From an optimization exercise on the open Yosys and OpenROAD flow, aimed at small area, a short achievable clock period and few clock cycles per item; shortcuts taken in it are not production practice. Only simulation tests tie the RTL to the original design; equivalence was not proved.

## flow/design.v (module list and top-level ports; edited modules follow where they fit)
// module cvu: 6761 lines
module cvu (
    input  wire        clk,
    input  wire        rst,
    input  wire        in_valid,
    output wire        in_ready,
    input  wire        in_first,
    input  wire        in_last,
    input  wire [3:0]  in_bytes,
    input  wire [63:0] in_data,
    input  wire [2:0]  cfg_preset,
    input  wire        cfg_chain,
    input  wire [6:0]  cfg_width,
    input  wire [63:0] cfg_poly,
    input  wire [63:0] cfg_init,
    input  wire [63:0] cfg_xorout,
    input  wire        cfg_refin,
    input  wire        cfg_refout,
    output reg         out_valid,
    output reg  [63:0] out_crc,
    output reg  [63:0] out_reg
);
  // ...
==> flow/flow/run.sh <==
#!/bin/bash
# The standard layout (the standard.sh: ORFS synthesis, floorplan, placement,
# CTS, routing) at the design's clock and constraints, with two changes:
#  - the buffers that buffer_ports puts on every input and output port are
#    buf_2 cells instead of the tool's default choice;
#  - ORFS's repair_timing steps (after CTS and after global routing) aim for
#    34.2 ns of setup slack instead of 0, so that they also shorten paths that
#    already meet the 44 ns clock.
# The make output goes to standard.log; ORFS keeps each step's log under orfs/logs.
set -euo pipefail
export BUFFER_PORTS_ARGS="-buffer_cell sky130_fd_sc_hd__buf_2"
export SETUP_SLACK_MARGIN=34.2
bash standard.sh > standard.log 2>&1
==> flow/standard.sh <==
#!/bin/bash
# synth_recipe.tcl (not shown) runs the flow's synth.tcl, then flattens the netlist and writes it again
# the make line also repeats each setting of config.mk as NAME=value (left out here)
make -C /OpenROAD-flow-scripts/flow DESIGN_CONFIG=/design/flow/config.mk WORK_HOME=/design/flow/orfs CLKGATE_MAP_FILE= SYNTH_SCRIPT=/design/flow/synth_recipe.tcl "${@:-finish}"
==> flow/config.mk <==
export PLATFORM = sky130hd
export DESIGN_NAME = cvu
export DESIGN_NICKNAME = cvu
export VERILOG_FILES = /design/flow/design.v
export SDC_FILE = /design/flow/constraint.sdc
export NUM_CORES = 4
export LEC_CHECK = 0
export CAP_MARGIN = 20
export CORE_MARGIN = 2
export CORE_UTILIZATION = 40
export PLACE_DENSITY = 0.5
export SLEW_MARGIN = 50
==> flow/constraint.sdc <==
create_clock -name core_clock -period 44.0 [get_ports {clk}]
set_input_delay 8.8000 -clock core_clock [delete_from_list [all_inputs] [get_ports {clk}]]
set_output_delay 8.8000 -clock core_clock [all_outputs]
set_load 0.01 [all_outputs]
==> summary.txt, run 1 <==
Cells and area
  – Non-clock buffer share: ~7.1%
  – Layout cells sized above 1: a little under a fifth
  – Ant diodes: 20
  – Layout Nets: roughly 12,000
  – Clk_buf instances: 98
  – Multi-input combinational area share: between 60% and 70%
  – Clock-cell share of area: under 10%
  – Inverters: slightly below 60
  – Comb_multi_in: around 9,400

STA
  – Setup violations, final: 0
  – Setup WS post-layout: about 34 ns
  – Setup TNS Final: 0 ns
  – Maximum clock rate: approximately 0.1 GHz

Die
  – Number of I/O pins: roughly 410

Synth
  – Adder-Cell Fraction of Synth Area: less than 1%
  – Post-synth EDFFs: about 400
  – Most used DFF post-synth: edfxtp_1
  – Cells after Synth: 11,070
  – Compound-Gate Fraction of Synth Area: between 10 and 15%
  – Proportion of synthesized area in mux cells: 7.713%

Critical path
  – CP Depth: 21
  – Critical path capture point type: flop
  – Worst EP arrival: around 11 ns

Place
  – Port bufs: 406

Clocking
  – Insertion delay to the later sink of the worst-skew pair: 0.73 ns

Status
  – Status: timing/DRC/antenna clean

Detailed routing
  – Initial DRT Pass Iterations: 10
  – Via count: 92,090
  – Avg Vias per Cell: 6.419
  – Routed met2 length: around 230 mm

Global route
  – GR Layer Usage met1: 59.72%
Testbench counts, summed over its fixed seeds: cycles 16,701, bytes 125,702.
==> run 2, diff against run 1 <==
--- a/flow/design.v
+++ b/flow/design.v
@@ -46,22 +46,22 @@
                 4'd7: jsel_in = 8'b0000_0010;
                 default: ;
             endcase
     end
     reg  [6:1] pre;           
     reg        expl, pre23;
     reg        refin_r, refout_r, p0_r;
     reg  [5:0] k_r;           
-    reg [63:0] poly_r, init_r, xor_r, mu_r;
+    reg [63:0] poly_r, xor_r, mu_r;
     reg [63:0] A;             
     reg [63:0] F;             
     reg [63:0] init_in;
     always @* begin
-        init_in = 64'd0;
+        init_in = cfg_init;
         case (cfg_preset)
             3'd1, 3'd4: init_in = cfg_chain ? {cfg_init[31:0], 32'd0} : 64'hffffffff00000000;
             3'd2:       init_in = cfg_chain ? cfg_init : 64'd0;
             3'd3:       init_in = cfg_chain ? cfg_init : {64{1'b1}};
             3'd5:       init_in = cfg_chain ? {cfg_init[15:0], 48'd0} : 64'hffff000000000000;
             3'd6:       init_in = cfg_chain ? {cfg_init[7:0], 56'd0} : 64'd0;
             default:    ;
         endcase
@@ -85,17 +85,17 @@
         if (pre23)  begin p_eff = p_eff | 64'h42f0e1eba9ea3693; mu_eff = mu_eff | 64'h578d29d06cc4f872; end
         if (pre[4]) begin p_eff = p_eff | 64'h04c11db700000000; mu_eff = mu_eff | 64'h04d101df481b4e5a; end
         if (pre[5]) begin p_eff = p_eff | 64'h1021000000000000; mu_eff = mu_eff | 64'h11303471a041b342; end
         if (pre[6]) begin p_eff = p_eff | 64'h0700000000000000; mu_eff = mu_eff | 64'h07156a166329dd12; end
         xor_eff    = expl ? xor_r : (pre[1] | pre[4]) ? 64'hffffffff : pre[3] ? {64{1'b1}} : 64'd0;
         k_eff      = expl ? k_r : (pre[1] | pre[4]) ? 6'd32 : pre[5] ? 6'd48 : pre[6] ? 6'd56 : 6'd0;
         refout_eff = expl ? refout_r : (pre[1] | pre[3] | pre[4]);
     end
-    wire [63:0] sh_in  = s1 ? poly_r : init_r;
+    wire [63:0] sh_in  = s1 ? poly_r : F;
     wire [63:0] sh_out = sh_in << k_r;
     reg [63:0] U;
     reg [31:0] V;
     always @* begin
         U[0] = 1'b1;
         for (i1 = 1; i1 < 64; i1 = i1 + 1)
             U[i1] = sh_out[64-i1];
         V = 32'd0;
@@ -6727,35 +6727,37 @@
             pre[5]   <= cfg_preset == 3'd5;
             pre[6]   <= cfg_preset == 3'd6;
             expl     <= expl_in;
             pre23    <= (cfg_preset == 3'd2) | (cfg_preset == 3'd3);
             k_r      <= 6'd0 - cfg_width[5:0];
             refin_r  <= refin_in;
             refout_r <= cfg_refout;
             poly_r   <= cfg_poly;
-            init_r   <= cfg_init;
             xor_r    <= cfg_xorout;
         end else if (s1) begin
             poly_r <= U;
             p0_r   <= sh_out[0];
             xor_r  <= xor_r & wmask;
             mu_r   <= 64'd0;
         end else if (s2) begin
             poly_r <= pal_back;
             mu_r   <= mu_new;
         end
         if (accept & in_first)
             A <= init_in;
         else if (s1)
-            A <= V_sq ^ D;
+            A <= V_sq ^ D;     
         else if (s2)
             A <= sh_out;
         else if (go)
             A <= Fin;
-        F <= Fin;
+        if (s1)
+            F <= A;            
+        else
+            F <= Fin;
         res_k      <= k_eff;
         res_refout <= refout_eff;
         res_xor    <= xor_eff;
         out_reg <= F_sh;
         out_crc <= (res_refout ? F_rev : F_sh) ^ res_xor;
     end
 endmodule
==> flow/config.mk (replaced) <==
export PLATFORM = sky130hd
export DESIGN_NAME = cvu
export DESIGN_NICKNAME = cvu
export VERILOG_FILES = /design/flow/design.v
export SDC_FILE = /design/flow/constraint.sdc
export NUM_CORES = 4
export LEC_CHECK = 0
export CAP_MARGIN = 20
export CORE_MARGIN = 2
export CORE_UTILIZATION = 40
export PLACE_DENSITY = 0.5
export SLEW_MARGIN = 20
==> run 2 against run 1 <==
  * Still clean on timing, DRC and antenna
  * Routed wire length up 2.2%
  * Register-to-register slack got worse by 0.18 ns
  * Global-route usage rose by 1.7 points
  * Sequential share of layout area shrank 1.3 points
  * Non-clock buffer count fell by 1
  * Hold slack worse by 0.0015 ns
  * Area after synthesis fell by 2.5%
  * Design area is 3.5% lower
  * Largest cell class unchanged
==> summary.txt, run 2 <==
Critical path
  – Critical path endpoint: A[24]
  – Slowest cell on crit path: xnor2_1
  – Max stage delay on crit path: 0.83 ns
  – CP Cell Sequence: buf_4 -> buf_4 -> or2_1 -> buf_4 -> a211oi_4 -> buf_4 -> a21oi_1 -> xor2_1 -> xnor3_1 -> xnor3_1 -> xnor3_1 -> xnor3_1 -> buf_4 -> nor2_1 -> xor2_1 -> xnor2_1 -> xnor2_1 -> xnor2_1 -> xnor2_1 -> xnor2_1 -> xnor2_2 -> xnor2_1 -> a222oi_1 -> mux2i_1
  – R2R Path End: A[24]
  – Most used cell, CP: xnor2_1
  – CP Data Required Time: between 40 and 50 ns
  – Cell family contributing the most delay on the critical path: XOR/XNOR gates
  – Critical path capture point type: flop
  – Critical Path Start: pre23
  – Flop2flop setup slack: around 34 ns
  – CP Launch Type: flop
  – Buffers and inverters on the worst path: 5
  – Crit Path Class: reg2reg
  – Worst r2r path cells: 24
  – RR Startpoint: pre23
  – Worst EP arrival: 10.61 ns (+0.06 ns)
  – CP Depth: 24 (+14%)
  – Crit Path Max Fanout: 43

Die
  – FP Rows: between 150 and 200
  – Die area: around 230,000 um2
  – Initial Utilization: roughly two fifths
  – Die X: 478.8 um
  – Number of I/O pins: 408 (unchanged)
  – Chip Height: roughly 480 um
  – Core area: around 220,000 um2

Clocking
  – CTS tree: built
  – H-tree depth: 3
  – CTS Buf Count: 66
  – Clock sinks: approximately 620
  – Clk root buf: clkbuf_16
  – Reg clk slew, reported paths: around 0.070 ns
  – Insertion delay to the later sink of the worst-skew pair: 0.71 ns (-0.02 ns)
  – Clock Path Buffers: 3

Detailed routing
  – Avg Vias per Cell: 6.529 (+1.7%)
  – DR iter-0 viols: roughly 16,000
  – DRC Markers: 0
  – Routed Antenna Nets: 0
  – Via count: 94,720 (+2.9%)
  – Post-detailed-route wirelength per cell: about 39 um
  – Routed WL: around 570 mm
  – Initial DRT Pass Iterations: 10 (unchanged)

Synth
  – Synthesized area: 90,160 um2
  – Top-count cell post-synth: nor2_1
  – Sequential fraction of the synthesis area: 17.63%
  – Async SR Flop Fraction: 0%
  – Cells after Synth: 11,300 (+2.1%)
  – Syn. warnings: 1
  – Synth top area share: roughly a quarter
  – Cell variety after synth: between 100 and 150
  – Area contributors post-synth: xnor2_1 (23%), edfxtp_1 (11%), nor2_1 (11%)
  – Syn_area_per_cell: approximately 8 um2
  – Post-synth EDFFs: 344 (-16%)
  – Commonest cells post-synth: nor2_1 (2,563), xnor2_1 (2,397), nand2_1 (793), xor2_1 (624), clkbuf_1 (575)
  – Seq cells post-synth: about 620
  – Area leader, netlist: xnor2_1
  – Synthesized Nets: 11,580
  – Most used DFF post-synth: edfxtp_1

Place
  – HPWL after DPL: between 400 and 500 mm
  – Port bufs: 406 (unchanged)
  – Pre-CTS setup slack: ~32 ns
  – Placer Congestion: approximately 1.0
  – Cell Area, Placed: about 97,000 um2

Global route
  – Largest net degree at the start of global routing: between 100 and 150
  – Gr usage total: between 40% and 50%
  – Global route overflow: 0
  – First-pass GRT wire length: about 760 mm
  – Vias in the first global route: about 88,000
  – Initial antenna violation count: 54

STA
  – Setup violations, final: 0 (unchanged)
  – Setup WS post-layout: 33.81 ns (-0.1780 ns)
  – Setup TNS Final: 0 ns (unchanged)
  – Post-route clock skew: 0.04205 ns
  – Final hold slack: 0.4197 ns
  – Period utilization: 23.15%
  – Slew @ Worst Pin: between 1 and 1.5 ns
  – Maximum clock rate: 0.09818 GHz (-1.7%)
  – Final Slew Violations: 0
  – Relative slew slack: between 10% and 20%
  – RSZ-0062 raised after global routing: yes
  – Tmin final: around 10 ns
  – Final Hold Vio Count: 0

Worst hold path
  – Hold Crit Class: reg2reg
  – Worst hold start: res_xor[61]

Cells and area
  – Design area: between 100,000 and 150,000 um2
  – Area growth from synthesis to layout: 12.90%
  – Layout Nets: 11,730 (+1.8%)
  – Layout cells sized above 1: 15.73% (-2.6 points)
  – Commonest non-fill, non-tap cell in the layout: nor2_1
  – Filler cells: 22,440
  – Most frequent cells in the layout: nor2_1 (2,550), xnor2_1 (2,341), nand2_1 (789), xor2_1 (611), buf_4 (528)
  – Utilization after layout: ~45%

Flow run
  – Maxcap violations: 0

Status
  – Status: timing/DRC/antenna clean
[run 2: cell count changes after synthesis, sizes merged, moves of 64 or more]
| cell | before | now |
|---|---|---|
| edfxtp | 408 | 344 |
| nand2 | 665 | 793 |
| xnor3 | 466 | 342 |
| buf | 400 | 328 |
| clkbuf | 488 | 576 |
| xor2 | 536 | 637 |
| nor2 | 2675 | 2567 |
| xnor2 | 2257 | 2428 |
[run 2: through the flow]
stage | std cells
floorplan | 11300
global placement | 14300
finish | 14510
CTS | 14460
detailed placement | 14300
global route | 14490
[run 2: logic make-up (layout without fill, tap and decap cells)]
kind of cell,after synthesis,after routing,share of synthesized area [%]
simple gates,3927,3932,17.66
compound gates,1867,1867,13.67
other cells,0,19,0
mux,487,488,7.201
xor+xnor,3423,3423,39.18
fa+ha+maj,7,7,0.09714
buf+inv,963,1157,4.559
flops,622,622,17.63
[run 2: what timing repair did]
action | in CTS | in global routing
pin swaps | 7 | 16
endpoints found under the setup margin | 324 | 253
setup buffers | 23 | 21
gates cloned | 15 | 9
hold buffers | 0 | 0
gates resized for setup | 302 | 118
[run 2: worst min path at each step]
| stage | cells past startpoint | endpoint | slack (ns) |
|---|---|---|---|
| 6_report | 1 | out_crc[61] | 0.42 |
| 4_1_cts | 1 | out_crc[39] | 0.42 |
| 3_3_place_gp | 0 | jsel_keep[7] | 0.42 |
| 2_1_floorplan | 0 | jsel_keep[1] | 0.40 |
| 5_1_grt | 1 | out_crc[51] | 0.44 |
| 3_5_place_dp | 1 | out_crc[3] | 0.42 |
[run 2: cell type report]
type	count	area, um2	area share [%]
Timing Repair Buffer	976	7701	7.566
Timing Repair inverter	1	7.507	0.007376
Clock buffer	94	1889	1.856
Multi-Input combinational cell	9717	71700	70.44
Antenna cell	19	47.55	0.04671
Tap cell	2992	3744	3.678
Clock inverter	27	359.1	0.3528
Inverter	59	256.5	0.2520
Sequential cell	622	16090	15.80
[run 2: routing by layer]
| layer | wire length [um] | up-vias | GRT usage (%) |
|---|---|---|---|
| met5 | 233 | - | 0 |
| met4 | 44710 | 32 | 30.08 |
| met2 | 228700 | 7920 | 66.91 |
| li1 | - | 38280 | - |
| met1 | 218900 | 46650 | 62.17 |
| met3 | 79180 | 1842 | 15.90 |
Testbench counts of run 2, summed over its fixed seeds: cycles 16,701, bytes 125,702.

==> separate check: timing with driven ports <==
In the flow no input, the clock included, has a driving cell. The finished layouts below were timed again as built, in two steps. Step 1, drivers: a clkbuf_16 drives clk and a buf_2 each remaining input, both assumed. Step 2 moves the port delays by t, midway between the first and last clock arrival at a register: inputs arrive t later, outputs are due t later. That takes back most of the time a late clock gives input paths. a / b / c = no drivers / after step 1 / after step 2; a / b = the first two.
| run | t, ns | slack for setup (ns) | hold slack, ns | worst setup path after step 2 | pins driven straight from the clock port |
|---|---|---|---|---|---|
| run 1 | 0.781 | 33.993 / 33.927 / 33.262 | 0.421 / 0.421 / 0.421 | input to register | 1 |
| run 2 | 0.772 | 33.815 / 33.815 / 33.212 | 0.420 / 0.420 / 0.420 | input to register | 1 |
After both steps every run listed still meets setup and hold. For run 1, which loses most, drivers alone change the setup slack by -0.066 ns; drivers and shift together by -0.731 ns.
